This design comes from an exercise in tuning for small area, a short achievable clock period and few clock cycles per item on the open sky130 flow, not from production work. Function was checked by simulation only, so behaviour that the tests miss may differ from the original. Power figures rest on the tool's default switching activity, not on a simulated workload.

==> flow/design.v <==
module sha256_unit (
    input  wire         clk,
    input  wire         rst,
    input  wire         init,
    input  wire         blk_valid,
    input  wire [511:0] block,
    output wire         busy,
    output wire [255:0] digest
);
    reg  [31:0] a, b, c, d, e, f, g, h;            
    reg  [31:0] hs0, hs1, hs2, hs3, hs4, hs5, hs6, hs7;  
    reg  [31:0] w [0:15];                          
    reg  [31:0] pa, pe;                            
    reg  [5:0]  rnd;                               
    reg         running;
    reg         run_p;                             
    reg         f_plast, f_last;                   
    assign busy   = running;
    assign digest = {a, hs1, hs2, hs3, e, hs5, hs6, hs7};
    wire last     = running & (rnd == 6'd0);       
    wire tail     = running & ((rnd == 6'd62) | (rnd == 6'd63) | (rnd == 6'd0));  
    wire acc_blk  = !running & blk_valid;
    wire run_next = acc_blk | (running & !last);
    wire load_iv  = rst | (!running & init);
    wire go       = running & !rst;
    reg [31:0] k;
    always @(*) begin
        case (rnd)
            6'd0:  k = 32'h428a2f98; 6'd1:  k = 32'h71374491; 6'd2:  k = 32'hb5c0fbcf; 6'd3:  k = 32'he9b5dba5;
            6'd4:  k = 32'h3956c25b; 6'd5:  k = 32'h59f111f1; 6'd6:  k = 32'h923f82a4; 6'd7:  k = 32'hab1c5ed5;
            6'd8:  k = 32'hd807aa98; 6'd9:  k = 32'h12835b01; 6'd10: k = 32'h243185be; 6'd11: k = 32'h550c7dc3;
            6'd12: k = 32'h72be5d74; 6'd13: k = 32'h80deb1fe; 6'd14: k = 32'h9bdc06a7; 6'd15: k = 32'hc19bf174;
            6'd16: k = 32'he49b69c1; 6'd17: k = 32'hefbe4786; 6'd18: k = 32'h0fc19dc6; 6'd19: k = 32'h240ca1cc;
            6'd20: k = 32'h2de92c6f; 6'd21: k = 32'h4a7484aa; 6'd22: k = 32'h5cb0a9dc; 6'd23: k = 32'h76f988da;
            6'd24: k = 32'h983e5152; 6'd25: k = 32'ha831c66d; 6'd26: k = 32'hb00327c8; 6'd27: k = 32'hbf597fc7;
            6'd28: k = 32'hc6e00bf3; 6'd29: k = 32'hd5a79147; 6'd30: k = 32'h06ca6351; 6'd31: k = 32'h14292967;
            6'd32: k = 32'h27b70a85; 6'd33: k = 32'h2e1b2138; 6'd34: k = 32'h4d2c6dfc; 6'd35: k = 32'h53380d13;
            6'd36: k = 32'h650a7354; 6'd37: k = 32'h766a0abb; 6'd38: k = 32'h81c2c92e; 6'd39: k = 32'h92722c85;
            6'd40: k = 32'ha2bfe8a1; 6'd41: k = 32'ha81a664b; 6'd42: k = 32'hc24b8b70; 6'd43: k = 32'hc76c51a3;
            6'd44: k = 32'hd192e819; 6'd45: k = 32'hd6990624; 6'd46: k = 32'hf40e3585; 6'd47: k = 32'h106aa070;
            6'd48: k = 32'h19a4c116; 6'd49: k = 32'h1e376c08; 6'd50: k = 32'h2748774c; 6'd51: k = 32'h34b0bcb5;
            6'd52: k = 32'h391c0cb3; 6'd53: k = 32'h4ed8aa4a; 6'd54: k = 32'h5b9cca4f; 6'd55: k = 32'h682e6ff3;
            6'd56: k = 32'h748f82ee; 6'd57: k = 32'h78a5636f; 6'd58: k = 32'h84c87814; 6'd59: k = 32'h8cc70208;
            6'd60: k = 32'h90befffa; 6'd61: k = 32'ha4506ceb; 6'd62: k = 32'hbef9a3f7; default: k = 32'hc67178f2;
        endcase
    end
    function [31:0] ska;
        input [31:0] x, y;
        reg   [31:0] g, p, gn, pn;
        integer   l, j, m;
        begin
            g = x & y;
            p = x ^ y;
            for (l = 1; l < 32; l = l * 2) begin
                for (j = 0; j < 32; j = j + 1) begin
                    m = (j & ~(2 * l - 1)) + l - 1;
                    if ((j & l) != 0) begin
                        gn[j] = g[j] | (p[j] & g[m]);
                        pn[j] = p[j] & p[m];
                    end else begin
                        gn[j] = g[j];
                        pn[j] = p[j];
                    end
                end
                g = gn;
                p = pn;
            end
            ska = (x ^ y) ^ {g[30:0], 1'b0};
        end
    endfunction
    wire [31:0] s1  = {e[5:0], e[31:6]} ^ {e[10:0], e[31:11]} ^ {e[24:0], e[31:25]};
    wire [31:0] ch  = (e & f) ^ (~e & g);
    wire [31:0] s0  = {a[1:0], a[31:2]} ^ {a[12:0], a[31:13]} ^ {a[21:0], a[31:22]};
    wire [31:0] mj  = (a & b) | (a & c) | (b & c);
    wire [31:0] x1s = pa ^ mj ^ ch;
    wire [31:0] x1c = {(pa[30:0] & mj[30:0]) | (pa[30:0] & ch[30:0]) | (mj[30:0] & ch[30:0]), 1'b0};
    wire [31:0] x2s = x1s ^ x1c ^ s1;
    wire [31:0] x2c = {(x1s[30:0] & x1c[30:0]) | (x1s[30:0] & s1[30:0]) | (x1c[30:0] & s1[30:0]), 1'b0};
    wire [31:0] x3s = x2s ^ x2c ^ s0;
    wire [31:0] x3c = {(x2s[30:0] & x2c[30:0]) | (x2s[30:0] & s0[30:0]) | (x2c[30:0] & s0[30:0]), 1'b0};
    wire [31:0] a_new = x3s + x3c;
    wire [31:0] hs4f = hs4 & {32{f_last}};
    wire [31:0] y1s = pe ^ hs4f ^ ch;
    wire [31:0] y1c = {(pe[30:0] & hs4f[30:0]) | (pe[30:0] & ch[30:0]) | (hs4f[30:0] & ch[30:0]), 1'b0};
    wire [31:0] y2s = y1s ^ y1c ^ s1;
    wire [31:0] y2c = {(y1s[30:0] & y1c[30:0]) | (y1s[30:0] & s1[30:0]) | (y1c[30:0] & s1[30:0]), 1'b0};
    wire [31:0] e_new = y2s + y2c;
    wire [31:0] oph = run_p ? g : hs7;
    wire [31:0] opd = run_p ? c : hs3;
    wire [31:0] w0in = {block[7:0], block[15:8], block[23:16], block[31:24]};
    wire [31:0] opw = run_p ? w[1] : w0in;
    wire [31:0] hs0f = hs0 & {32{f_plast}};
    wire [31:0] p1s = oph ^ hs0f ^ k;
    wire [31:0] p1c = {(oph[30:0] & hs0f[30:0]) | (oph[30:0] & k[30:0]) | (hs0f[30:0] & k[30:0]), 1'b0};
    wire [31:0] p2s = p1s ^ p1c ^ opw;
    wire [31:0] p2c = {(p1s[30:0] & p1c[30:0]) | (p1s[30:0] & opw[30:0]) | (p1c[30:0] & opw[30:0]), 1'b0};
    wire [31:0] pa_next = ska(p2s, p2c);
    wire [31:0] q1s = oph ^ opd ^ k;
    wire [31:0] q1c = {(oph[30:0] & opd[30:0]) | (oph[30:0] & k[30:0]) | (opd[30:0] & k[30:0]), 1'b0};
    wire [31:0] q2s = q1s ^ q1c ^ opw;
    wire [31:0] q2c = {(q1s[30:0] & q1c[30:0]) | (q1s[30:0] & opw[30:0]) | (q1c[30:0] & opw[30:0]), 1'b0};
    wire [31:0] pe_next = ska(q2s, q2c);
    wire [31:0] w1    = w[1];
    wire [31:0] w14   = w[14];
    wire [31:0] ss0   = {w1[6:0], w1[31:7]} ^ {w1[17:0], w1[31:18]} ^ (w1 >> 3);
    wire [31:0] ss1   = {w14[16:0], w14[31:17]} ^ {w14[18:0], w14[31:19]} ^ (w14 >> 10);
    wire [31:0] w9    = w[9];
    wire [31:0] w0    = w[0];
    wire [31:0] m1s   = w0 ^ w9 ^ ss0;
    wire [31:0] m1c   = {(w0[30:0] & w9[30:0]) | (w0[30:0] & ss0[30:0]) | (w9[30:0] & ss0[30:0]), 1'b0};
    wire [31:0] m2s   = m1s ^ m1c ^ ss1;
    wire [31:0] m2c   = {(m1s[30:0] & m1c[30:0]) | (m1s[30:0] & ss1[30:0]) | (m1c[30:0] & ss1[30:0]), 1'b0};
    wire [31:0] w_new = ska(m2s, m2c);
    wire [31:0] sum_a = ska(hs3, a);
    wire [31:0] sum_e = ska(hs7, e);
    integer i;
    always @(posedge clk) begin
        if (rst) begin
            running <= 1'b0;
            run_p   <= 1'b0;
            rnd     <= 6'd0;
            f_plast <= 1'b0;
            f_last  <= 1'b0;
        end else begin
            running <= run_next;
            run_p   <= (!run_p & blk_valid) | (run_p & (rnd != 6'd0));
            rnd     <= run_next ? rnd + 6'd1 : 6'd0;
            f_plast <= running & (rnd == 6'd62);
            f_last  <= running & (rnd == 6'd63);
        end
        if (go) begin
            a <= a_new;
            e <= e_new;
        end else if (load_iv) begin
            a <= 32'h6a09e667;
            e <= 32'h510e527f;
        end
        if (running) begin
            b <= a; c <= b; d <= c;
            f <= e; g <= f; h <= g;
        end else begin
            b <= hs1; c <= hs2; d <= hs3;
            f <= hs5; g <= hs6; h <= hs7;
            hs0 <= a;
            hs4 <= e;
        end
        if (load_iv) begin
            hs1 <= 32'hbb67ae85; hs2 <= 32'h3c6ef372; hs3 <= 32'ha54ff53a;
            hs5 <= 32'h9b05688c; hs6 <= 32'h1f83d9ab; hs7 <= 32'h5be0cd19;
        end else if (tail) begin
            hs1 <= sum_a; hs2 <= hs1; hs3 <= hs2;
            hs5 <= sum_e; hs6 <= hs5; hs7 <= hs6;
        end
        pa <= pa_next;
        pe <= pe_next;
        for (i = 0; i < 15; i = i + 1)
            w[i] <= running ? w[i+1] : {block[32*i +: 8], block[32*i+8 +: 8],
                                        block[32*i+16 +: 8], block[32*i+24 +: 8]};
        w[15] <= running ? w_new : {block[487:480], block[495:488], block[503:496], block[511:504]};
    end
endmodule
==> flow/flow/run.sh <==
#!/bin/bash
# The standard layout (the standard.sh, unchanged synthesis), with the
# port buffers that placement inserts made of the smallest buffer cell.
set -euo pipefail
bash standard.sh finish "BUFFER_PORTS_ARGS=-buffer_cell sky130_fd_sc_hd__buf_1" > standard_flow.log 2>&1
==> flow/standard.sh <==
#!/bin/bash
# synth_recipe.tcl (not shown) runs the flow's synth.tcl, then flattens the netlist and writes it again
# the make line also repeats each setting of config.mk as NAME=value (left out here)
make -C /OpenROAD-flow-scripts/flow DESIGN_CONFIG=/design/flow/config.mk WORK_HOME=/design/flow/orfs CLKGATE_MAP_FILE= SYNTH_SCRIPT=/design/flow/synth_recipe.tcl "${@:-finish}"
==> flow/config.mk <==
export PLATFORM = sky130hd
export DESIGN_NAME = sha256_unit
export DESIGN_NICKNAME = sha256_unit
export VERILOG_FILES = /design/flow/design.v
export SDC_FILE = /design/flow/constraint.sdc
export NUM_CORES = 4
export LEC_CHECK = 0
export CAP_MARGIN = 20
export CORE_MARGIN = 2
export CORE_UTILIZATION = 40
export SETUP_SLACK_MARGIN = 5
export SLEW_MARGIN = 20
==> flow/constraint.sdc <==
create_clock -name core_clock -period 10.0 [get_ports {clk}]
set_input_delay 2.0000 -clock core_clock [delete_from_list [all_inputs] [get_ports {clk}]]
set_output_delay 2.0000 -clock core_clock [all_outputs]
set_load 0.01 [all_outputs]
==> results by group, run 1 <==
Flow run
  – Max_cap viols: 0

Power and ir drop
  – PD cells: approximately 430 nW/µm²
  – Switching power share of the total: 46.2%
  – VDD IR max: 0.569 mV
  – Clock power frac: between 15 and 20%
  – Psw: between 10,000 and 15,000 µW
  – Sequential power share: about 20%
  – Static Leakage: 0.0282 µW
  – Internal power: 15,900 µW
  – Gate power share: 64.6%

Setup path
  – Peak fanout along the critical path: 4
  – Kind of critical path: flip-flop to flip-flop
  – Endpoint type of the worst setup path: flip-flop
  – Arr. time, crit path: roughly 5.5 ns
  – CP Launch Type: flip-flop
  – Worst EP required: 10.50 ns

Synth
  – Post-synth EDFFs: ~130
  – Avg Cell Area, Syn: between 10 and 15 µm²
  – Cell count after synthesis: between 5,000 and 6,000
  – Post-synthesis async set-or-reset flop share: 0%
  – Register bit total from synthesis: 1,066
  – Seq/Total Area, Yosys: between 30 and 40%
  – Synthesis Warnings: 2
  – Synth cell types: just over 80
  – Syn nets: between 6,000 and 7,000
  – Mapped cell area: about 58,000 µm²
  – Main synth FF type: dfxtp_1

Cells and area
  – Layout Nets: about 7,500
  – Final Instance Area: roughly 69,000 µm²
  – Area grow syn2layout: 17.5%
  – Most common cell after layout, fill and taps aside: dfxtp_1
  – Filler cell count: approximately 14,000
  – Commonest cells after routing, fill and taps aside: dfxtp_1 (931), buf_1 (772), mux2_2 (692), inv_1 (544), nand2_1 (536)
  – Largest register FFs: between 500 and 600
  – Layout cells sized above 1: between 15 and 20%
  – Top reg by flops: w
  – Register area: 22,600 µm²
  – Area of the multi-input gates: between 30,000 and 40,000 µm²

Global routing
  – Grt total ovfl: 0
  – Initial antenna violation count: 39
  – Gr usage total: 30.0%
  – Largest net degree at the start of global routing: 90
  – Vias in the first global route: 44,100
  – First-pass GRT wire length: about 320 mm

Clocking
  – Root Driver: clkbuf_16
  – H-tree levels: 3
  – CTS tree: built
  – Max Root-Sink Buffers: 3
  – Worst-Skew Late Latency: ~0.8 ns
  – Cts bufs inserted: ~120
  – Clock-pin slew on the worst setup and hold paths: approximately 0.07 ns
  – CTS Sinks: 1,066

Timing
  – Fin. max-slew vios: 0
  – Skew final: about 0.077 ns
  – Period utilisation layout: between 50% and 60%
  – RSZ-0062 raised after global routing: yes
  – Max Freq: 199 MHz
  – Setup TNS: 0 ns
  – Fin crit period: about 5 ns
  – Worst-margin pin slew: between 1 and 1.5 ns
  – Count of final hold-check violations: 0
  – Setup-failing EPs final: 0
  – Max-slew headroom: 23.5%

Route
  – DR vias/cell: 5.38
  – DRC: 0
  – Post-DRT Antenna Nets: 0
  – Routed vias: ~45,000
  – First-pass DRT Iterations: 5
  – Routed WL per cell: approximately 27 µm
  – Total Routed Length: around 230 mm
  – Initial DRC Count: approximately 3,800

Die
  – Placeable Area: 145,000 µm²
  – Ports: 773
  – Die ar.: roughly 150,000 µm²
  – Initial Util: between 40% and 50%
  – Die Ht: a little under 400 µm
  – Die boundary width: ~390 µm
  – Rows: between 100 and 150

Place
  – GP Congestion: between 0.9 and 1
  – Hpwl dp: approximately 180 mm
  – Number of I/O port buffers: ~770
  – Placed cell area: between 60,000 and 70,000 µm²

Outcome
  – Run status: complete, no violations

Hold path
  – Worst hold path type: flip-flop to flip-flop
==> power groups by stage <==
stage	clock, µW	combinational [µW]	sequential [µW]
final	4640	19100	5850
after detailed placement	0	17200	6000
after global routing	4860	21000	5900
after global placement	0	17000	5990
after floorplan	0	12800	5660
after CTS	4690	17700	5840
==> metal layers <==
layer / GRT usage (%) / part of all wire, % / up-vias
met4: 14.2 / 5.7 / 12
met3: 5.56 / 7.2 / 450
li1: - / - / 20400
met1: 37.3 / 40 / 22300
met2: 50.2 / 47 / 1926
met5: 0 / 0.026 / -
==> what timing repair did <==
item / 4_1_cts / 5_1_grt
resized for setup: 62 / 77
endpoints found under the setup margin: 62 / 24
buffers inserted: 35 / 38
pin swaps: 2 / 19
hold buffers: 0 / 0
==> logic make-up after synthesis <==
group	count (synthesis)	share of synthesized area [%]
flip-flops	1066	38.8
AND/OR/NAND/NOR	1041	7.88
AO/OA/AOI/OAI	890	9.70
buffers and inverters	827	5.43
multiplexers	758	14.5
adder cells (fa/ha/maj)	595	17.4
XOR/XNOR	418	6.28
==> worst paths after layout <==
check / from / to / slack (ns) / depth (start not counted)
worst max register to register: a[4]$_SDFFCE_PN0P_ / a[20]$_SDFFCE_PN0P_ / 4.98 / 14
worst max-delay path: a[4]$_SDFFCE_PN0P_ / a[20]$_SDFFCE_PN0P_ / 4.98 / 14
worst min register to register: w[15][16]$_DFF_P_ / w[14][16]$_DFF_P_ / 0.40 / 1
worst min-delay path: w[15][16]$_DFF_P_ / w[14][16]$_DFF_P_ / 0.40 / 1
==> critical path: stages, from the launching register on <==
cell,delay [ns]
edfxtp_1,0.50
o21ai_0,0.44
fa_1,0.52
fa_1,0.48
fa_1,0.48
inv_1,0.06
ha_1,0.35
inv_1,0.11
o21ai_0,0.31
nand3_2,0.22
o21ai_1,0.37
nand3_1,0.15
a21boi_0,0.30
nor3_1,0.09
nor3_1,0.37
==> cells in the mapped netlist, types with 14 or more instances <==
cell type | n | share of area (%)
xnor2_1 | 282 | 4.2
fa_1 | 359 | 12
ha_1 | 235 | 5.0
dfxtp_1 | 938 | 32
nand2_1 | 538 | 3.5
nor2_1 | 165 | 1.1
nor3_1 | 51 | 0.44
o31ai_1 | 16 | 0.21
nand2b_1 | 15 | 0.16
o21ai_0 | 192 | 1.6
inv_1 | 546 | 3.5
xor2_1 | 136 | 2.0
nand3b_1 | 14 | 0.18
and2_1 | 19 | 0.20
nand4_1 | 22 | 0.24
mux2_2 | 692 | 13
clkbuf_1 | 234 | 1.5
o21a_1 | 34 | 0.44
a211oi_1 | 42 | 0.54
a31oi_1 | 24 | 0.26
a21oi_1 | 272 | 2.3
edfxtp_1 | 128 | 6.6
nor2b_1 | 15 | 0.16
o21bai_1 | 17 | 0.22
a21o_1 | 129 | 1.7
o211ai_1 | 40 | 0.52
mux2i_1 | 65 | 1.1
buf_2 | 24 | 0.21
nand3_1 | 129 | 1.1
==> per-stage QoR <==
| stage | util (%) | hold WS [ns] | total power, µW | setup WS [ns] | instances |
|---|---|---|---|---|---|
| after detailed placement | 43.5 | 0.438 | 23200 | 3.90 | 8085 |
| final | 47.2 | 0.402 | 29600 | 4.98 | 8389 |
| after global routing | 47.2 | 0.411 | 31800 | 4.79 | 8383 |
| after floorplan | - | 0.433 | 18500 | 5.10 | 5595 |
| after CTS | 46.7 | 0.392 | 28300 | 4.98 | 8337 |
| after global placement | 43.5 | 0.436 | 23000 | 3.84 | 8085 |
==> layout make-up <==
class	count	area share, %
multi-input combinational	3702	48.3
sequential	1066	33.0
clock buffer	162	4.95
tap	1917	3.50
inverter	551	3.03
clock inverter	55	1.12
timing repair buffer	922	5.99
antenna	14	0.0511
Testbench counts, summed over its fixed seeds: cycles 50,229, blocks 768.
==> inputs of run 2 (changes only) <==
--- a/flow/config.mk
+++ b/flow/config.mk
@@ -10,2 +10,4 @@
 export CORE_UTILIZATION = 40
+export CTS_CLUSTER_DIAMETER = 100
+export CTS_CLUSTER_SIZE = 24
 export SETUP_SLACK_MARGIN = 5
==> results by group, run 2 <==
Outcome
  – Run status: complete, no violations

Cells and area
  – Most common cell after layout, fill and taps aside: dfxtp_1
  – Area of the multi-input gates: 33,100 µm² (-0.18%)
  – Register area: 22,600 µm² (unchanged)
  – Filler cell count: 14,000 (+2.0%)
  – Non-Filler Instances: 8,249 (-1.7%)
  – Largest register FFs: 512 (unchanged)
  – Commonest cells after routing, fill and taps aside: dfxtp_1 (931), buf_1 (772), mux2_2 (692), inv_1 (545), nand2_1 (537)
  – Area grow syn2layout: 13.1%
  – Top reg by flops: w
  – Layout cells sized above 1: 16.2% (-1.8 points)
  – Layout Nets: 7,401 (-0.91%)

Clocking
  – Root Driver: clkbuf_16
  – Clock-pin slew on the worst setup and hold paths: 0.10 ns (+0.03 ns)
  – H-tree levels: 2 (-1)
  – Max Root-Sink Buffers: 3 (unchanged)
  – Cts bufs inserted: 55 (-53%)
  – Worst-Skew Late Latency: 0.73 ns (-0.07 ns)
  – Hold Buf Count CTS: 0 (unchanged)
  – CTS Sinks: 1,066 (unchanged)
  – CTS tree: built

Die
  – Die Ht: 386 µm (unchanged)
  – Initial Util: 40.2% (unchanged)
  – Die ar.: 149,000 µm² (unchanged)
  – Ports: 773 (unchanged)
  – Die boundary width: 386 µm (unchanged)
  – Placeable Area: 145,000 µm² (unchanged)
  – Rows: 140 (unchanged)

Synth
  – Area share of the largest cell type after synthesis: 32.2% (unchanged)
  – Syn nets: 6,705 (unchanged)
  – Cell taking the most area after synthesis: dfxtp_1
  – Post-synth top cells: dfxtp_1 (938), mux2_2 (692), inv_1 (546)
  – Post-synthesis async set-or-reset flop share: 0% (unchanged)
  – Register bit total from synthesis: 1,066 (unchanged)
  – Cell count after synthesis: 5,595 (unchanged)
  – Post-synth EDFFs: 128 (unchanged)
  – Synth cell types: 81 (unchanged)
  – Most common cell in the netlist: dfxtp_1
  – Synthesis Warnings: 2 (unchanged)
  – Seq/Total Area, Yosys: 38.8% (unchanged)
  – Mapped cell area: 58,300 µm² (unchanged)
  – Main synth FF type: dfxtp_1
  – Avg Cell Area, Syn: 10.4 µm² (unchanged)
  – Top cells by area, synth: dfxtp_1 (32%), mux2_2 (13%), fa_1 (12%)

Setup path
  – Peak fanout along the critical path: 8 (+4)
  – Arr. time, crit path: 5.37 ns (-0.15 ns)
  – Slowest CP cell: fa_1
  – CP Launch Type: flip-flop
  – Endpoint type of the worst setup path: flip-flop
  – Bufs and invs on worst path: 2 (unchanged)
  – Worst path max stage delay: 0.52 ns (about the same)
  – Most used cell, CP: fa_1
  – Kind of critical path: flip-flop to flip-flop
  – Crit-path cells: buf_4, a21o_1, o21ai_2, fa_1, fa_1, inv_1, fa_1, ha_4, nand2_1, a2111o_1, a41oi_4, o2111ai_2, o211a_1, o21ai_1, a21oi_1, a41oi_1, nand4_1
  – Cell family with most CP delay: compound AO/OA/AOI/OAI gates
  – Worst EP required: 10.47 ns (-0.03 ns)

Route
  – Routed WL per cell: 27.7 µm (+0.89%)
  – DR vias/cell: 5.41 (+0.57%)
  – Total Routed Length: 228 mm (-0.79%)
  – Initial DRC Count: 3,728 (-2.2%)
  – Routed vias: 44,700 (-1.1%)
  – DRC: 0 (unchanged)
  – Post-DRT Antenna Nets: 0 (unchanged)
  – First-pass DRT Iterations: 6 (+1)

Power and ir drop
  – VDD IR max: 0.537 mV (-5.5%)
  – Static Leakage: 0.0270 µW (-4.4%)
  – PD cells: 416 nW/µm² (-3.9%)

Place
  – DP Worst Slack: 3.90 ns (unchanged)
  – Placed insts: 8,085 (unchanged)
  – GP Congestion: 0.960 (unchanged)
  – Hpwl dp: 181 mm (unchanged)
  – Number of I/O port buffers: 772 (unchanged)

Timing
  – Max Freq: 204 MHz (+2.6%)
  – Fin crit period: 4.90 ns (-0.125 ns)
  – Setup TNS: 0 ns (unchanged)
  – RSZ-0062 raised after global routing: yes
  – Worst-margin pin slew: 1.14 ns (-0.00465 ns)
  – Count of final hold-check violations: 0 (unchanged)
  – Max-slew headroom: 23.8% (+0.31 points)
  – Setup-failing EPs final: 0 (unchanged)
  – Fin. max-slew vios: 0 (unchanged)
  – Setup ws final: 5.10 ns (+0.125 ns)
  – Period utilisation layout: 49.0% (-1.2 points)
  – Skew final: 0.0472 ns (-0.0293 ns)
  – Hold slack final: 0.428 ns (+0.0261 ns)

Global routing
  – Vias in the first global route: 43,500 (-1.2%)
  – Initial antenna violation count: 36 (-7.7%)
  – Largest net degree at the start of global routing: 90 (unchanged)
  – First-pass GRT wire length: 316 mm (-0.72%)
  – Gr usage total: 29.7% (-0.30 points)
  – Grt total ovfl: 0 (unchanged)

Flow run
  – Max_cap viols: 0 (unchanged)

Hold path
  – Worst hold path type: flip-flop to flip-flop
run 2: cell counts after synthesis:
Identical to the previous run, type by type.
run 2: where the power goes:
part           switching (µW)  total, µW  internal (µW)
registers                 616       5830           5210
logic                   11000      18900           7890
clock network            1570       2680           1110
run 2: cell type report:
cell class	count	area share (%)
Multi-Input combinational cell	3702	50.1
Clock inverter	16	0.391
Tap cell	1917	3.64
Inverter	551	3.14
Antenna cell	14	0.0531
Timing Repair Buffer	915	6.11
Sequential cell	1066	34.3
Clock buffer	68	2.21
run 2: stage by stage:
step / util, % / power, µW / area, µm²
final: 45.4 / 27400 / 65900
after global routing: 45.4 / 29400 / 65900
after CTS: 45.0 / 26200 / 65400
after detailed placement: 43.5 / 23200 / 63200
after global placement: 43.5 / 23000 / 63200
after floorplan: - / 18500 / 58300
run 2: timing repair:
item,CTS,global route
buffers inserted,34,32
endpoints found under the setup margin,66,30
pin swaps,2,16
gates resized for setup,57,63
run 2: worst paths after layout:
check,from,to,slack [ns],cells past startpoint
worst max-delay path,a[13]$_SDFFCE_PN1P_,a[31]$_SDFFCE_PN0P_,5.10,17
worst min-delay path,w[12][31]$_DFF_P_,w[11][31]$_DFF_P_,0.43,1
worst max register to register,a[13]$_SDFFCE_PN1P_,a[31]$_SDFFCE_PN0P_,5.10,17
worst min register to register,w[12][31]$_DFF_P_,w[11][31]$_DFF_P_,0.43,1
run 2: worst reg2reg max path, stage by stage, from the launching register on:
cell and delay (ns):
edfxtp_1 0.37, buf_4 0.22, a21o_1 0.21, o21ai_2 0.17
fa_1 0.52, fa_1 0.52, inv_1 0.05, fa_1 0.49
ha_4 0.32, nand2_1 0.13, a2111o_1 0.42, a41oi_4 0.30
o2111ai_2 0.18, o211a_1 0.20, o21ai_1 0.19, a21oi_1 0.09
a41oi_1 0.18, nand4_1 0.10
run 2: per-layer routing:
| metal | vias to the layer above | share of wire (%) | track usage (%) |
|---|---|---|---|
| li1 | 20200 | - | - |
| met1 | 22200 | 40 | 37.7 |
| met2 | 1843 | 48 | 50.4 |
| met3 | 372 | 6.6 | 4.12 |
| met4 | 10 | 5.2 | 12.8 |
| met5 | - | 0.030 | 0 |
run 2: cells by family (layout without fill, tap and decap cells):
family                     count (synthesis)  after routing  synth area share (%)
DFF                                     1066           1066                  38.8
other                                      0             14                     0
xor gates and xnor gates                 418            418                  6.28
AOI/OAI and AO/OA                        890            890                  9.70
buffers and inverters                    827           1550                  5.43
adders and majority gates                595            595                  17.4
and+or+nand+nor                         1041           1041                  7.88
muxes                                    758            758                  14.5
==> inputs of run 3 (changes only) <==
--- a/flow/config.mk
+++ b/flow/config.mk
@@ -11,3 +11,3 @@
 export CTS_CLUSTER_DIAMETER = 100
-export CTS_CLUSTER_SIZE = 24
+export CTS_CLUSTER_SIZE = 20
 export SETUP_SLACK_MARGIN = 5
==> results by group, run 3 <==
Synth
  – Cell count after synthesis: 5,595 (unchanged)
  – Post-synth EDFFs: 128 (unchanged)
  – Area share of the largest cell type after synthesis: 32.2% (unchanged)
  – Post-synth top cells: dfxtp_1 (938), mux2_2 (692), inv_1 (546)
  – Most common cell in the netlist: dfxtp_1
  – Seq/Total Area, Yosys: 38.8% (unchanged)
  – Synth cell types: 81 (unchanged)
  – Syn nets: 6,705 (unchanged)
  – Register bit total from synthesis: 1,066 (unchanged)
  – Cell taking the most area after synthesis: dfxtp_1
  – Main synth FF type: dfxtp_1
  – Mapped cell area: 58,300 µm² (unchanged)
  – Avg Cell Area, Syn: 10.4 µm² (unchanged)
  – Post-synthesis async set-or-reset flop share: 0% (unchanged)
  – Synthesis Warnings: 2 (unchanged)
  – Top cells by area, synth: dfxtp_1 (32%), mux2_2 (13%), fa_1 (12%)

Setup path
  – Worst path max stage delay: 0.52 ns (about the same)
  – Worst EP required: 10.45 ns (-0.02 ns)
  – Cell family with most CP delay: compound AO/OA/AOI/OAI gates
  – Peak fanout along the critical path: 8 (unchanged)
  – Endpoint type of the worst setup path: flip-flop
  – Slowest CP cell: fa_1
  – Crit-path cells: buf_4, a21o_1, o21ai_2, fa_1, fa_1, inv_1, fa_1, ha_4, nand2_1, a2111o_1, a41oi_4, o2111ai_2, o211a_1, o21ai_1, a21oi_1, a41oi_1, nand4_1
  – Bufs and invs on worst path: 2 (unchanged)
  – CP Launch Type: flip-flop
  – Arr. time, crit path: 5.36 ns (about the same)
  – Kind of critical path: flip-flop to flip-flop
  – Most used cell, CP: fa_1

Clocking
  – CTS Sinks: 1,066 (unchanged)
  – Clock-pin slew on the worst setup and hold paths: 0.09 ns (about the same)
  – Hold Buf Count CTS: 0 (unchanged)
  – CTS tree: built
  – Max Root-Sink Buffers: 3 (unchanged)
  – Root Driver: clkbuf_16
  – Cts bufs inserted: 66 (+20%)
  – H-tree levels: 3 (+1)
  – Worst-Skew Late Latency: 0.72 ns (about the same)

Global routing
  – First-pass GRT wire length: 317 mm (+0.29%)
  – Gr usage total: 29.9% (+0.17 points)
  – Initial antenna violation count: 38 (+5.6%)
  – Grt total ovfl: 0 (unchanged)
  – Largest net degree at the start of global routing: 90 (unchanged)
  – Vias in the first global route: 43,700 (+0.31%)

Timing
  – Count of final hold-check violations: 0 (unchanged)
  – Setup-failing EPs final: 0 (unchanged)
  – Skew final: 0.0552 ns (+0.00796 ns)
  – Max-slew headroom: 24.4% (+0.53 points)
  – Period utilisation layout: 49.1% (+0.15 points)
  – Max Freq: 204 MHz (-0.30%)
  – Worst-margin pin slew: 1.13 ns (-0.00799 ns)
  – Fin. max-slew vios: 0 (unchanged)
  – Setup TNS: 0 ns (unchanged)
  – Setup ws final: 5.09 ns (-0.0148 ns)
  – RSZ-0062 raised after global routing: yes
  – Fin crit period: 4.91 ns (+0.0148 ns)

Power and ir drop
  – Static Leakage: 0.0271 µW (+0.39%)
  – PD cells: 417 nW/µm² (+0.32%)
  – VDD IR max: 0.552 mV (+2.8%)

Cells and area
  – Non-Filler Instances: 8,268 (+0.23%)
  – Area grow syn2layout: 13.5%
  – Layout cells sized above 1: 16.3% (+0.12 points)
  – Top reg by flops: w
  – Layout Nets: 7,410 (+0.12%)
  – Most common cell after layout, fill and taps aside: dfxtp_1
  – Largest register FFs: 512 (unchanged)
  – Commonest cells after routing, fill and taps aside: dfxtp_1 (931), buf_1 (771), mux2_2 (692), inv_1 (545), nand2_1 (537)

Place
  – Hpwl dp: 181 mm (unchanged)
  – Number of I/O port buffers: 772 (unchanged)
  – Placed insts: 8,085 (unchanged)
  – DP Worst Slack: 3.90 ns (unchanged)
  – GP Congestion: 0.960 (unchanged)

Die
  – Die ar.: 149,000 µm² (unchanged)
  – Placeable Area: 145,000 µm² (unchanged)
  – Initial Util: 40.2% (unchanged)
  – Ports: 773 (unchanged)
  – Die Ht: 386 µm (unchanged)
  – Rows: 140 (unchanged)
  – Die boundary width: 386 µm (unchanged)

Outcome
  – Run status: complete, no violations

Hold path
  – Worst hold path type: flip-flop to flip-flop

Route
  – Routed vias: 44,700 (+0.12%)
  – Uppermost routed layer: met5
  – Total Routed Length: 229 mm (+0.21%)
  – DRC: 0 (unchanged)
  – Initial DRC Count: 3,539 (-5.1%)
  – WL met3: 15.7 mm (+3.7%)
  – Post-DRT Antenna Nets: 0 (unchanged)
  – DR vias/cell: 5.41 (-0.11%)
  – Routed WL per cell: 27.7 µm (about the same)
  – First-pass DRT Iterations: 6 (unchanged)
  – Met1 Wirelength: 91.7 mm (-0.16%)
  – WL met2: 109 mm (-0.55%)

Flow run
  – Max_cap viols: 0 (unchanged)
## run 3: per-stage QoR
stage | hold slack [ns] | total power [µW] | util [%] | cell area, µm²
2_1_floorplan | 0.433 | 18500 | - | 58300
3_3_place_gp | 0.436 | 23000 | 43.5 | 63200
3_5_place_dp | 0.438 | 23200 | 43.5 | 63200
4_1_cts | 0.443 | 26500 | 45.2 | 65600
5_1_grt | 0.459 | 29700 | 45.5 | 66100
6_report | 0.440 | 27600 | 45.6 | 66200
## run 3: worst reg2reg max path: stages, from the launching register on
cell and delay [ns]:
edfxtp_1 0.37, buf_4 0.22, a21o_1 0.20, o21ai_2 0.16
fa_1 0.51, fa_1 0.52, inv_1 0.05, fa_1 0.50
ha_4 0.33, nand2_1 0.14, a2111o_1 0.42, a41oi_4 0.30
o2111ai_2 0.18, o211a_1 0.20, o21ai_1 0.19, a21oi_1 0.09
a41oi_1 0.18, nand4_1 0.10
## run 3: timing repair
item / 4_1_cts / 5_1_grt
endpoints found under the setup margin: 63 / 32
buffers inserted: 34 / 30
gates resized for setup: 59 / 60
pin swaps: 1 / 16
gates cloned: 0 / 0
## run 3: area by class of cell
cell class              count  area (µm²)
repair buffers            913        4010
clock inverters            15         205
fillers                 13900       79100
flip-flops and latches   1066       22600
well taps                1917        2400
multi-input cells        3702       33000
diodes                     18        45.0
inverters                 551        2070
clock buffers              86        1750
## run 3: logic make-up after synthesis
| family | count (synthesis) | share of synthesized area, % |
|---|---|---|
| mux | 758 | 14.5 |
| fa+ha+maj | 595 | 17.4 |
| simple gates | 1041 | 7.88 |
| xor+xnor | 418 | 6.28 |
| buf+inv | 827 | 5.43 |
| compound gates | 890 | 9.70 |
| flops | 1066 | 38.8 |
## run 3: final timing paths
kind	startpoint	end	slack (ns)	cells past startpoint
hold / removal	w[12][31]$_DFF_P_	w[11][31]$_DFF_P_	0.44	1
setup / recovery	a[13]$_SDFFCE_PN1P_	a[31]$_SDFFCE_PN0P_	5.09	17
hold reg to reg	w[12][31]$_DFF_P_	w[11][31]$_DFF_P_	0.44	1
setup reg to reg	a[13]$_SDFFCE_PN1P_	a[31]$_SDFFCE_PN0P_	5.09	17
## run 3: power breakdown
part | total (µW) | switching (µW) | internal, µW | leakage (µW)
Sequential | 5830 | 617 | 5210 | 0.00905
Clock | 2900 | 1630 | 1270 | 0.000951
Combinational | 18900 | 11000 | 7880 | 0.0171
Total | 27600 | 13200 | 14400 | 0.0271
## run 3: routing by layer
metal | vias to the layer above | GRT usage (%)
met5 | - | 0
met2 | 1762 | 49.9
li1 | 20300 | -
met1 | 22300 | 37.6
met4 | 14 | 14.6
met3 | 385 | 4.74
==> inputs of run 4 (changes only) <==
==> flow/flow/run.sh (replaced) <==
#!/bin/bash
# The standard layout (the standard.sh, unchanged synthesis), with the
# port buffers that placement inserts made of the smallest buffer cell, and
# timing repair aiming for 6 ns of setup slack.
set -euo pipefail
bash standard.sh finish "BUFFER_PORTS_ARGS=-buffer_cell sky130_fd_sc_hd__buf_1" SETUP_SLACK_MARGIN=6 > standard_flow.log 2>&1
--- a/flow/config.mk
+++ b/flow/config.mk
@@ -12,3 +12,2 @@
 export CTS_CLUSTER_SIZE = 20
-export SETUP_SLACK_MARGIN = 5
 export SLEW_MARGIN = 20
==> results by group, run 4 <==
Power and ir drop
  – Static Leakage: 0.0287 µW (+5.7%)
  – VDD IR max: 0.672 mV (+22%)
  – PD cells: 460 nW/µm² (+10%)

Global routing
  – Gr usage total: 29.8% (-0.12 points)
  – Largest net degree at the start of global routing: 156 (+73%)
  – Vias in the first global route: 44,700 (+2.3%)
  – Grt total ovfl: 0 (unchanged)
  – First-pass GRT wire length: 319 mm (+0.45%)
  – Initial antenna violation count: 42 (+11%)

Route
  – Total Routed Length: 229 mm (about the same)
  – First-pass DRT Iterations: 6 (unchanged)
  – Initial DRC Count: 3,812 (+7.7%)
  – Post-DRT Antenna Nets: 0 (unchanged)
  – Routed vias: 45,500 (+1.8%)
  – DRC: 0 (unchanged)
  – DR vias/cell: 5.40 (-0.25%)
  – Routed WL per cell: 27.1 µm (-2.0%)

Die
  – Rows: 140 (unchanged)
  – Die boundary width: 386 µm (unchanged)
  – Die Ht: 386 µm (unchanged)
  – Ports: 773 (unchanged)
  – Placeable Area: 145,000 µm² (unchanged)
  – Die ar.: 149,000 µm² (unchanged)
  – Initial Util: 40.2% (unchanged)

Synth
  – Cell taking the most area after synthesis: dfxtp_1
  – Cell count after synthesis: 5,595 (unchanged)
  – Mapped cell area: 58,300 µm² (unchanged)
  – Post-synth top cells: dfxtp_1 (938), mux2_2 (692), inv_1 (546)
  – Synth cell types: 81 (unchanged)
  – Seq/Total Area, Yosys: 38.8% (unchanged)
  – Syn nets: 6,705 (unchanged)
  – Post-synth EDFFs: 128 (unchanged)
  – Avg Cell Area, Syn: 10.4 µm² (unchanged)
  – Register bit total from synthesis: 1,066 (unchanged)
  – Most common cell in the netlist: dfxtp_1
  – Post-synthesis async set-or-reset flop share: 0% (unchanged)
  – Synthesis Warnings: 2 (unchanged)
  – Area share of the largest cell type after synthesis: 32.2% (unchanged)
  – Top cells by area, synth: dfxtp_1 (32%), mux2_2 (13%), fa_1 (12%)
  – Main synth FF type: dfxtp_1

Timing
  – Worst-margin pin slew: 1.26 ns (+0.122 ns)
  – Setup ws final: 5.32 ns (+0.231 ns)
  – Period utilisation layout: 46.8% (-2.3 points)
  – Max Freq: 214 MHz (+4.9%)
  – Setup TNS: 0 ns (unchanged)
  – RSZ-0062 raised after global routing: yes
  – Skew final: 0.0718 ns (+0.0166 ns)
  – Max-slew headroom: 15.7% (-8.7 points)
  – Fin crit period: 4.68 ns (-0.231 ns)
  – Setup-failing EPs final: 0 (unchanged)
  – Fin. max-slew vios: 0 (unchanged)
  – Count of final hold-check violations: 0 (unchanged)

Clocking
  – Hold Buf Count CTS: 0 (unchanged)
  – Max Root-Sink Buffers: 3 (unchanged)
  – CTS Sinks: 1,066 (unchanged)
  – Root Driver: clkbuf_16
  – Cts bufs inserted: 67 (+1.5%)
  – CTS tree: built
  – Clock-pin slew on the worst setup and hold paths: 0.10 ns (about the same)
  – Worst-Skew Late Latency: 0.73 ns (about the same)
  – H-tree levels: 3 (unchanged)

Place
  – DP Worst Slack: 4.61 ns (+0.705 ns)
  – Hpwl dp: 174 mm (-3.7%)
  – Number of I/O port buffers: 772 (unchanged)
  – GP Congestion: 0.964 (+0.45%)

Cells and area
  – Commonest cells after routing, fill and taps aside: dfxtp_1 (908), buf_1 (768), mux2_2 (673), nand2_1 (533), inv_1 (531)
  – Largest register FFs: 512 (unchanged)
  – Area grow syn2layout: 20.8%
  – Most common cell after layout, fill and taps aside: dfxtp_1
  – Top reg by flops: w
  – Filler cell count: 13,400 (-3.7%)
  – Area of the multi-input gates: 35,300 µm² (+6.7%)
  – Layout Nets: 7,580 (+2.3%)
  – Layout cells sized above 1: 23.2% (+6.8 points)
  – Register area: 22,700 µm² (+0.34%)

Setup path
  – Worst path max stage delay: 0.51 ns (about the same)
  – Arr. time, crit path: 5.16 ns (-0.20 ns)
  – Endpoint type of the worst setup path: flip-flop
  – Crit-path cells: a21o_1, o21ai_0, fa_1, fa_1, inv_1, fa_1, ha_2, nand3_4, a2111o_1, a41oi_4, o2111ai_2, o211a_1, buf_6, o21bai_1, a21oi_1, xor2_1, nand2_1
  – Most used cell, CP: fa_1
  – Worst EP required: 10.47 ns (+0.02 ns)
  – Peak fanout along the critical path: 5 (-3)
  – CP Launch Type: flip-flop
  – Slowest CP cell: fa_1
  – Kind of critical path: flip-flop to flip-flop

Flow run
  – Max_cap viols: 0 (unchanged)

Outcome
  – Run status: complete, no violations

Hold path
  – Worst hold path type: flip-flop to flip-flop
-- run 4: changes by cell type in the layout (fill, tap and decap cells not counted), sizes merged --
cell,before,now
buf,912,1079
diode,18,16
clkinv,9,13
bufinv,0,1
bufbuf,0,3
clkbuf,87,84
inv,557,552
clkinvlp,0,2
-- run 4: layer usage --
layer | track usage, % | share of wire, % | vias to the layer above
met3 | 6.17 | 7.9 | 395
met4 | 12.1 | 4.3 | 30
met1 | 38.6 | 41 | 22700
met2 | 48.3 | 47 | 1793
li1 | - | - | 20600
met5 | 0 | 0.088 | -
-- run 4: cells by family (layout without fill, tap and decap cells) --
family | Yosys count | count (layout) | synth area share, %
AOI/OAI and AO/OA | 890 | 890 | 9.70
and+or+nand+nor | 1041 | 1041 | 7.88
other | 0 | 16 | 0
muxes | 758 | 758 | 14.5
xor gates and xnor gates | 418 | 418 | 6.28
DFF | 1066 | 1066 | 38.8
buffers and inverters | 827 | 1734 | 5.43
adders and majority gates | 595 | 595 | 17.4
-- run 4: where the power goes --
part           switching [µW]  leakage [µW]  internal, µW
clock                    1670       0.00101          1350
combinational           12800        0.0186         10700
sequential                617       0.00906          5220
total                   15100        0.0287         17300
-- run 4: through the flow --
stage               hold WS [ns]  instances  total power, µW  utilization [%]  area (µm²)
floorplan                  0.433       5595            19300                -       59100
global placement           0.435       8077            23600             43.9       63700
detailed placement         0.438       8078            23800             43.9       63700
CTS                        0.395       8359            30000             47.5       69000
global route               0.413       8431            34500             48.5       70400
finish                     0.405       8435            32400             48.5       70400
-- run 4: final cells by class --
class	count	share of cell area, %
Sequential cell	1066	32.2
Tap cell	1917	3.41
Timing Repair Buffer	1082	8.27
Antenna cell	16	0.0568
Multi-Input combinational cell	3702	50.1
Clock inverter	17	0.393
Clock buffer	84	2.59
Inverter	551	2.99
-- run 4: worst paths after layout --
path / from / endpoint / slack [ns] / cells past startpoint
max: a[11]$_SDFFCE_PN0P_ / a[25]$_SDFFCE_PN1P_ / 5.32 / 17
min: w[15][25]$_DFF_P_ / w[14][25]$_DFF_P_ / 0.40 / 1
max reg2reg: a[11]$_SDFFCE_PN0P_ / a[25]$_SDFFCE_PN1P_ / 5.32 / 17
min reg2reg: w[15][25]$_DFF_P_ / w[14][25]$_DFF_P_ / 0.40 / 1
-- run 4: what timing repair did --
action / CTS / global route
gates cloned: 4 / 0
pin swaps: 142 / 116
setup buffers: 176 / 60
endpoints found under the setup margin: 234 / 230
resized for setup: 379 / 201
-- run 4: critical path, delay by kind of cell (launching register included) --
family | cells | cell delay (ns)
compound gates | 8 | 1.62
fa+ha+maj | 4 | 1.85
buf+inv | 2 | 0.19
xor+xnor | 1 | 0.14
simple gates | 2 | 0.20
flops | 1 | 0.44
==> inputs of run 5 (changes only) <==
--- a/flow/design.v
+++ b/flow/design.v
@@ -14,2 +14,3 @@
     reg  [5:0]  rnd;                               
+    reg  [31:0] kr;                                
     reg         running;
@@ -25,5 +26,6 @@
     wire go       = running & !rst;
+    wire [5:0] rnd1 = rnd + 6'd1;
     reg [31:0] k;
     always @(*) begin
-        case (rnd)
+        case (rnd1)
             6'd0:  k = 32'h428a2f98; 6'd1:  k = 32'h71374491; 6'd2:  k = 32'hb5c0fbcf; 6'd3:  k = 32'he9b5dba5;
@@ -82,6 +84,6 @@
     wire [31:0] hs4f = hs4 & {32{f_last}};
-    wire [31:0] y1s = pe ^ hs4f ^ ch;
-    wire [31:0] y1c = {(pe[30:0] & hs4f[30:0]) | (pe[30:0] & ch[30:0]) | (hs4f[30:0] & ch[30:0]), 1'b0};
-    wire [31:0] y2s = y1s ^ y1c ^ s1;
-    wire [31:0] y2c = {(y1s[30:0] & y1c[30:0]) | (y1s[30:0] & s1[30:0]) | (y1c[30:0] & s1[30:0]), 1'b0};
+    wire [31:0] y1s = pe ^ ch ^ s1;
+    wire [31:0] y1c = {(pe[30:0] & ch[30:0]) | (pe[30:0] & s1[30:0]) | (ch[30:0] & s1[30:0]), 1'b0};
+    wire [31:0] y2s = y1s ^ y1c ^ hs4f;
+    wire [31:0] y2c = {(y1s[30:0] & y1c[30:0]) | (y1s[30:0] & hs4f[30:0]) | (y1c[30:0] & hs4f[30:0]), 1'b0};
     wire [31:0] e_new = y2s + y2c;
@@ -91,5 +93,6 @@
     wire [31:0] opw = run_p ? w[1] : w0in;
+    wire [31:0] opk = run_p ? kr : 32'h428a2f98;
     wire [31:0] hs0f = hs0 & {32{f_plast}};
-    wire [31:0] p1s = oph ^ hs0f ^ k;
-    wire [31:0] p1c = {(oph[30:0] & hs0f[30:0]) | (oph[30:0] & k[30:0]) | (hs0f[30:0] & k[30:0]), 1'b0};
+    wire [31:0] p1s = oph ^ hs0f ^ opk;
+    wire [31:0] p1c = {(oph[30:0] & hs0f[30:0]) | (oph[30:0] & opk[30:0]) | (hs0f[30:0] & opk[30:0]), 1'b0};
     wire [31:0] p2s = p1s ^ p1c ^ opw;
@@ -97,4 +100,4 @@
     wire [31:0] pa_next = ska(p2s, p2c);
-    wire [31:0] q1s = oph ^ opd ^ k;
-    wire [31:0] q1c = {(oph[30:0] & opd[30:0]) | (oph[30:0] & k[30:0]) | (opd[30:0] & k[30:0]), 1'b0};
+    wire [31:0] q1s = oph ^ opd ^ opk;
+    wire [31:0] q1c = {(oph[30:0] & opd[30:0]) | (oph[30:0] & opk[30:0]) | (opd[30:0] & opk[30:0]), 1'b0};
     wire [31:0] q2s = q1s ^ q1c ^ opw;
@@ -126,3 +129,3 @@
             run_p   <= (!run_p & blk_valid) | (run_p & (rnd != 6'd0));
-            rnd     <= run_next ? rnd + 6'd1 : 6'd0;
+            rnd     <= run_next ? rnd1 : 6'd0;
             f_plast <= running & (rnd == 6'd62);
@@ -153,2 +156,3 @@
         end
+        kr <= k;
         pa <= pa_next;
==> flow/flow/run.sh (replaced) <==
#!/bin/bash
# The standard layout (the standard.sh, unchanged synthesis), with the
# port buffers that placement inserts made of the smallest buffer cell.
set -euo pipefail
bash standard.sh finish "BUFFER_PORTS_ARGS=-buffer_cell sky130_fd_sc_hd__buf_1" > standard_flow.log 2>&1
--- a/flow/config.mk
+++ b/flow/config.mk
@@ -12,2 +12,3 @@
 export CTS_CLUSTER_SIZE = 20
+export SETUP_SLACK_MARGIN = 5
 export SLEW_MARGIN = 20
==> results by group, run 5 <==
Outcome
  – Run status: complete, no violations

Timing
  – Period utilisation layout: 49.6% (+2.8 points)
  – Max-slew headroom: 25.7% (+10 points)
  – RSZ-0062 raised after global routing: yes
  – Setup TNS: 0 ns (unchanged)
  – Fin crit period: 4.96 ns (+0.276 ns)
  – Setup-failing EPs final: 0 (unchanged)
  – Skew final: 0.0335 ns (-0.0383 ns)
  – Count of final hold-check violations: 0 (unchanged)
  – Max Freq: 202 MHz (-5.6%)
  – Worst-margin pin slew: 1.11 ns (-0.143 ns)
  – Hold slack final: 0.453 ns (+0.0476 ns)
  – Fin. max-slew vios: 0 (unchanged)

Power and ir drop
  – VDD IR max: 0.467 mV (-30%)
  – Clock power frac: 9.8% (+0.5 points)
  – Gate power share: 69.3% (-3.4 points)
  – Switching power share of the total: 47.7% (+1.1 points)
  – Sequential power share: 20.9% (+2.9 points)
  – Static Leakage: 0.0274 µW (-4.4%)
  – Psw: 13,400 µW (-11%)
  – PD cells: 423 nW/µm² (-8.1%)
  – Internal power: 14,700 µW (-15%)
  – Tot Pwr: 28,100 µW (-13%)

Global routing
  – Grt total ovfl: 0 (unchanged)
  – Vias in the first global route: 43,600 (-2.4%)
  – Initial antenna violation count: 30 (-29%)
  – Largest net degree at the start of global routing: 171 (+9.6%)
  – Gr usage total: 29.6% (-0.19 points)
  – First-pass GRT wire length: 316 mm (-0.86%)

Route
  – Total Routed Length: 226 mm (-1.2%)
  – Routed vias: 44,200 (-2.9%)
  – DRC: 0 (unchanged)
  – Routed WL per cell: 27.3 µm (+0.70%)
  – Initial DRC Count: 3,897 (+2.2%)
  – DR vias/cell: 5.34 (-1.0%)
  – First-pass DRT Iterations: 5 (-1)
  – Post-DRT Antenna Nets: 0 (unchanged)

Cells and area
  – Area of the multi-input gates: 33,200 µm² (-5.7%)
  – Largest register FFs: 512 (unchanged)
  – Layout cells sized above 1: 16.8% (-6.4 points)
  – Area grow syn2layout: 14.4%
  – Top reg by flops: w
  – Register area: 22,600 µm² (-0.29%)
  – Most common cell after layout, fill and taps aside: dfxtp_1
  – Layout Nets: 7,437 (-1.9%)
  – Filler cell count: 13,700 (+1.8%)
  – Commonest cells after routing, fill and taps aside: dfxtp_1 (929), buf_1 (771), mux2_2 (677), inv_1 (559), nand2_1 (534)

Clocking
  – Cts bufs inserted: 61 (-9.0%)
  – Root Driver: clkbuf_16
  – Max Root-Sink Buffers: 3 (unchanged)
  – Worst-Skew Late Latency: 0.73 ns (about the same)
  – CTS tree: built
  – Clock-pin slew on the worst setup and hold paths: 0.10 ns (about the same)
  – H-tree levels: 2 (-1)
  – CTS Sinks: 1,066 (unchanged)
  – Hold Buf Count CTS: 0 (unchanged)

Die
  – Rows: 139 (-0.71%)
  – Die ar.: 149,000 µm² (-0.20%)
  – Die boundary width: 385 µm (about the same)
  – Ports: 773 (unchanged)
  – Die Ht: 385 µm (about the same)
  – Placeable Area: 144,000 µm² (-0.83%)
  – Initial Util: 40.4% (+0.26 points)

Setup path
  – Critical R2R Launch: e[1]$_SDFFCE_PN1P_
  – Slowest CP cell: fa_1
  – Arr. time, crit path: 5.43 ns (+0.27 ns)
  – Crit-path cells: mux2i_2, fa_1, inv_1, fa_1, inv_1, fa_1, inv_1, ha_2, inv_2, fa_2, nor2b_2, o31a_1, nor3_4, o31ai_4, a221o_1, a311oi_2, o31ai_1, a21oi_1, xor2_1, nand2_1
  – R2R setup slack: 5.04 ns (-0.28 ns)
  – Kind of critical path: flip-flop to flip-flop
  – Worst EP required: 10.47 ns (about the same)
  – Worst path max stage delay: 0.49 ns (-0.02 ns)
  – Endpoint type of the worst setup path: flip-flop
  – CP Launch Point: e[1]$_SDFFCE_PN1P_
  – CP Launch Type: flip-flop
  – Peak fanout along the critical path: 3 (-2)

Synth
  – Mapped cell area: 58,200 µm² (-0.20%)
  – Cell count after synthesis: 5,603 (+0.14%)
  – Most common cell in the netlist: dfxtp_1
  – Top cells by area, synth: dfxtp_1 (32%), mux2_2 (13%), fa_1 (12%)
  – Seq/Total Area, Yosys: 38.9% (+0.078 points)
  – Post-synthesis async set-or-reset flop share: 0% (unchanged)
  – Post-synth top cells: dfxtp_1 (938), mux2_2 (677), inv_1 (563)
  – Cell taking the most area after synthesis: dfxtp_1
  – Register bit total from synthesis: 1,066 (unchanged)
  – Synthesis Warnings: 2 (unchanged)
  – Main synth FF type: dfxtp_1
  – Area share of the largest cell type after synthesis: 32.3% (+0.064 points)
  – Avg Cell Area, Syn: 10.4 µm² (-0.34%)
  – Synth cell types: 82 (+1.2%)
  – Post-synth EDFFs: 128 (unchanged)
  – Syn nets: 6,712 (+0.10%)

Flow run
  – Max_cap viols: 0 (unchanged)

Place
  – GP Congestion: 0.953 (-1.1%)
  – Hpwl dp: 176 mm (+1.0%)
  – Number of I/O port buffers: 772 (unchanged)

Hold path
  – Hold_sp: w[4][14]$_DFF_P_
  – Worst hold path type: flip-flop to flip-flop
## run 5: cell count changes after synthesis, moves of 14 or more
cell	previous run	this run
buf_2	24	6
a21o_1	129	95
buf_1	12	32
mux2_2	692	677
a31oi_1	24	38
nand3_1	129	108
and2_1	19	38
nor2_1	165	197
inv_1	546	563
xnor2_1	282	311
nand2b_1	15	35
## run 5: critical path, delay by kind of cell (launching register included)
kind	cells	cell delay, ns
simple gates	3	0.39
fa+ha+maj	5	1.84
xor+xnor	1	0.16
flops	1	0.43
mux	1	0.20
compound gates	6	1.50
buf+inv	4	0.20
## run 5: path summary, 6_finish.rpt
| path | endpoint | depth (start not counted) |
|---|---|---|
| worst min register to register | w[3][14]$_DFF_P_ | 1 |
| worst min-delay path | w[3][14]$_DFF_P_ | 1 |
| worst max register to register | a[25]$_SDFFCE_PN1P_ | 20 |
| worst max-delay path | a[25]$_SDFFCE_PN1P_ | 20 |
## run 5: repair_timing
item	CTS	global route
resized for setup	59	94
setup endpoints to repair	53	36
endpoints found under the hold margin	0	0
setup buffers	68	34
gates cloned	2	1
pin swaps	7	26
## run 5: stage by stage
stage / instances / setup WS, ns / utilization (%) / cell area (µm²)
floorplan: 5603 / 5.01 / - / 58200
global placement: 8063 / 4.17 / 43.8 / 63100
detailed placement: 8063 / 4.17 / 43.8 / 63100
CTS: 8225 / 4.99 / 45.7 / 65800
global route: 8269 / 4.86 / 46.2 / 66500
finish: 8278 / 5.04 / 46.2 / 66600
## run 5: layer usage
metal / vias to the layer above / global-route usage [%] / part of all wire [%]
met4: 10 / 10.4 / 4.0
li1: 20200 / - / -
met2: 1695 / 49.3 / 48
met1: 22000 / 38.9 / 41
met3: 298 / 4.51 / 7.3
met5: - / 0 / 0.035
## run 5: cell families after synthesis
kind of cell	synth area share, %
compound gates	9.08
flops	38.9
mux	14.6
simple gates	8.07
xor+xnor	6.55
fa+ha+maj	17.4
buf+inv	5.45
## run 5: power groups by stage
stage          registers, µW  clock network, µW  logic [µW]
4_1_cts                 5870               2800       18200
6_report                5880               2750       19500
3_5_place_dp            6090                  0       17400
5_1_grt                 5930               2960       21500
3_3_place_gp            6080                  0       17400
2_1_floorplan           5670                  0       13000
## run 5: area by class of cell
type	count	share of cell area, %
flip-flops and latches	1066	34.0
clock inverters	9	0.222
multi-input cells	3694	49.9
diodes	18	0.0677
well taps	1903	3.58
clock buffers	83	2.48
inverters	567	3.20
repair buffers	938	6.48
==> inputs of run 6 (changes only) <==
--- a/flow/config.mk
+++ b/flow/config.mk
@@ -7,3 +7,3 @@
 export LEC_CHECK = 0
-export CAP_MARGIN = 20
+export CAP_MARGIN = 5
 export CORE_MARGIN = 2
@@ -13,2 +13,2 @@
 export SETUP_SLACK_MARGIN = 5
-export SLEW_MARGIN = 20
+export SLEW_MARGIN = 5
==> results by group, run 6 <==
Global routing
  – Largest net degree at the start of global routing: 171 (unchanged)
  – Initial antenna violation count: 30 (unchanged)
  – First-pass GRT wire length: 316 mm (unchanged)
  – Grt total ovfl: 0 (unchanged)
  – Gr usage total: 29.6% (unchanged)
  – Vias in the first global route: 43,600 (unchanged)

Route
  – Routed vias: 44,200 (-0.068%)
  – DR vias/cell: 5.33 (-0.14%)
  – DRC: 0 (unchanged)
  – Uppermost routed layer: met5
  – Routed WL per cell: 27.3 µm (about the same)
  – Post-DRT Antenna Nets: 0 (unchanged)
  – Met1 Wirelength: 93.0 mm (+0.39%)
  – WL met3: 16.3 mm (-1.5%)
  – Initial DRC Count: 4,045 (+3.8%)
  – Total Routed Length: 226 mm (about the same)
  – First-pass DRT Iterations: 5 (unchanged)
  – WL met2: 108 mm (about the same)

Clocking
  – Clock-pin slew on the worst setup and hold paths: 0.10 ns (about the same)
  – H-tree levels: 2 (unchanged)
  – Root Driver: clkbuf_16
  – CTS tree: built
  – Max Root-Sink Buffers: 3 (unchanged)
  – Worst-Skew Late Latency: 0.73 ns (about the same)
  – Cts bufs inserted: 61 (unchanged)
  – CTS Sinks: 1,066 (unchanged)

Power and ir drop
  – Psw: 13,400 µW (-0.13%)
  – Switching power share of the total: 47.7% (about the same)
  – PD cells: 423 nW/µm² (about the same)
  – Internal power: 14,700 µW (about the same)
  – VDD IR max: 0.467 mV (-0.14%)
  – Sequential power share: 20.9% (about the same)
  – Clock power frac: 9.8% (about the same)
  – Static Leakage: 0.0274 µW (about the same)
  – Gate power share: 69.3% (about the same)

Cells and area
  – Area grow syn2layout: 14.3% (about the same)
  – Filler cell count: 13,700 (+0.044%)
  – Layout cells sized above 1: 16.8% (-0.037 points)
  – Most common cell after layout, fill and taps aside: dfxtp_1
  – Commonest cells after routing, fill and taps aside: dfxtp_1 (929), buf_1 (771), mux2_2 (677), inv_1 (559), nand2_1 (534)
  – Top reg by flops: w
  – Largest register FFs: 512 (unchanged)
  – Layout Nets: 7,439 (+0.027%)

Setup path
  – Peak fanout along the critical path: 3 (unchanged)
  – Most used cell, CP: fa_1
  – Slowest CP cell: fa_1
  – Crit-path cells: mux2i_1, fa_1, inv_1, fa_1, fa_1, ha_1, or2_1, a21o_1, a31oi_4, o31ai_4, a221o_1, a311oi_2, o31ai_1, a21oi_1, xor2_1, nand2_1
  – Worst path max stage delay: 0.48 ns (about the same)
  – Kind of critical path: flip-flop to flip-flop
  – Worst EP required: 10.48 ns (about the same)
  – Arr. time, crit path: 5.44 ns (about the same)
  – CP Launch Type: flip-flop
  – Endpoint type of the worst setup path: flip-flop

Synth
  – Post-synthesis simple-gate area fraction: 8.07% (unchanged)
  – Top cells by area, synth: dfxtp_1 (32%), mux2_2 (13%), fa_1 (12%)
  – Mapped cell area: 58,200 µm² (unchanged)
  – Synth cell types: 82 (unchanged)
  – Area share of the largest cell type after synthesis: 32.3% (unchanged)
  – Seq/Total Area, Yosys: 38.9% (unchanged)
  – Syn nets: 6,712 (unchanged)
  – Most common cell in the netlist: dfxtp_1
  – Post-synthesis async set-or-reset flop share: 0% (unchanged)
  – Synth Area in XOR/XNOR: 6.55% (unchanged)
  – Synthesis Warnings: 2 (unchanged)
  – Adder-Cell Fraction of Synth Area: 17.4% (unchanged)
  – Post-synth top cells: dfxtp_1 (938), mux2_2 (677), inv_1 (563)
  – Cell taking the most area after synthesis: dfxtp_1
  – Main synth FF type: dfxtp_1
  – Synth Area in Compound Gates: 9.08% (unchanged)
  – Cell count after synthesis: 5,603 (unchanged)
  – Avg Cell Area, Syn: 10.4 µm² (unchanged)
  – Register bit total from synthesis: 1,066 (unchanged)
  – Largest family of logic cells by synthesized area: adder cells
  – Post-synth EDFFs: 128 (unchanged)
  – Proportion of synthesized area in mux cells: 14.6% (unchanged)

Outcome
  – Run status: complete, no violations

Die
  – Die boundary width: 385 µm (unchanged)
  – Initial Util: 40.4% (unchanged)
  – Ports: 773 (unchanged)
  – Placeable Area: 144,000 µm² (unchanged)
  – Die ar.: 149,000 µm² (unchanged)
  – Rows: 139 (unchanged)
  – Die Ht: 385 µm (unchanged)

Timing
  – Period utilisation layout: 49.6% (about the same)
  – RSZ-0062 raised after global routing: yes
  – Fin. max-slew vios: 0 (unchanged)
  – Setup-failing EPs final: 0 (unchanged)
  – Count of final hold-check violations: 0 (unchanged)
  – Max-slew headroom: 25.7% (-0.071 points)
  – Setup TNS: 0 ns (unchanged)
  – Worst-margin pin slew: 1.11 ns (+0.00107 ns)
  – Skew final: 0.0375 ns (+0.00405 ns)
  – Max Freq: 202 MHz (about the same)
  – Fin crit period: 4.96 ns (+0.00357 ns)
  – Setup ws final: 5.04 ns (-0.00357 ns)

Place
  – DP Worst Slack: 4.17 ns (unchanged)
  – GP Congestion: 0.953 (unchanged)
  – Number of I/O port buffers: 772 (unchanged)
  – Hpwl dp: 176 mm (unchanged)

Hold path
  – Worst hold path type: flip-flop to flip-flop

Flow run
  – Max_cap viols: 0 (unchanged)
-- run 6: stage by stage --
step           std cells  hold WS, ns  total power (µW)  instance area, µm²  util, %
3_5_place_dp        8063        0.439             23500               63100     43.8
3_3_place_gp        8063        0.434             23500               63100     43.8
5_1_grt             8271        0.462             30300               66500     46.2
4_1_cts             8225        0.451             26900               65800     45.7
2_1_floorplan       5603        0.433             18700               58200        -
6_report            8284        0.453             28100               66500     46.2
-- run 6: power groups by stage --
stage / clock network [µW] / logic (µW) / registers [µW]
floorplan: 0 / 13000 / 5670
global placement: 0 / 17400 / 6080
detailed placement: 0 / 17400 / 6090
CTS: 2800 / 18200 / 5870
global route: 2960 / 21400 / 5930
finish: 2760 / 19500 / 5880
-- run 6: cell type report --
type / count / area [µm²] / share of cell area [%]
sequential: 1066 / 22600 / 34.0
timing repair buffer: 940 / 4320 / 6.49
tap: 1903 / 2380 / 3.58
clock buffer: 83 / 1650 / 2.48
inverter: 567 / 2130 / 3.20
multi-input combinational: 3694 / 33200 / 49.9
clock inverter: 9 / 148 / 0.222
antenna: 22 / 55.1 / 0.0828
-- run 6: critical path: cells and delay by family, from the launching register on --
kind,cells,cell delay (ns)
AO/OA/AOI/OAI,7,1.65
XOR/XNOR,1,0.16
adder cells (fa/ha/maj),4,1.70
buffers and inverters,1,0.09
flip-flops,1,0.45
multiplexers,1,0.33
AND/OR/NAND/NOR,2,0.33
-- run 6: kinds of logic (layout without fill, tap and decap cells) --
| logic type | Yosys count | count (layout) |
|---|---|---|
| xor+xnor | 435 | 435 |
| other cells | 0 | 22 |
| compound gates | 839 | 839 |
| fa+ha+maj | 594 | 594 |
| mux | 758 | 758 |
| buf+inv | 843 | 1599 |
| simple gates | 1068 | 1068 |
| flops | 1066 | 1066 |
-- run 6: worst paths after layout --
path / from / to / slack, ns / cells after the start
max: e[11]$_SDFFCE_PN0P_ / a[25]$_SDFFCE_PN1P_ / 5.04 / 16
min: w[4][14]$_DFF_P_ / w[3][14]$_DFF_P_ / 0.45 / 1
max reg2reg: e[11]$_SDFFCE_PN0P_ / a[25]$_SDFFCE_PN1P_ / 5.04 / 16
min reg2reg: w[4][14]$_DFF_P_ / w[3][14]$_DFF_P_ / 0.45 / 1
-- run 6: timing repair --
action	4_1_cts	5_1_grt
setup endpoints to repair	53	36
setup buffers	68	36
hold buffers	0	0
pin swaps	7	26
cloned	2	1
resized for setup	59	84
-- run 6: routing by layer --
layer,GRT usage [%],vias up
li1,-,20200
met1,38.9,22000
met2,49.3,1690
met3,4.51,294
met4,10.4,10
met5,0,-

re-timing with driven ports:
The flow's constraints put no driver on any port. The routed layouts listed below were extracted and timed again, unchanged, in two steps. Step 1 (the two cells are an assumption about what drives the block):
set clk [get_ports {clk}]
set_driving_cell -lib_cell sky130_fd_sc_hd__clkbuf_16 $clk
set_driving_cell -lib_cell sky130_fd_sc_hd__buf_2 [delete_from_list [all_inputs] $clk]
Step 2, shift: input delay + t, output delay - t, t = (earliest + latest rising clock arrival at the registers) / 2. This alone moves slack from input paths to output paths. Slacks: ideal ports / drivers / drivers and shift; pairs: ideal ports / drivers.
run	t, ns	slack for setup (ns)	worst setup path after step 2	worst slew at a driven data input, ns
run 1	0.839	4.978 / 4.978 / 4.312	input to register	0.18
run 2	0.793	5.103 / 5.103 / 4.373	input to register	0.18
run 3	0.774	5.088 / 5.088 / 4.352	input to register	0.19
run 4	0.785	5.319 / 5.319 / 4.828	input to register	0.20
run 5	0.795	5.043 / 5.043 / 4.400	input to register	0.20
run 6	0.795	5.040 / 5.040 / 4.380	input to register	0.21
After both steps setup and hold are still met in every run listed. For run 3, which loses most, drivers alone change the setup slack by 0.000 ns; drivers and shift together by -0.736 ns.
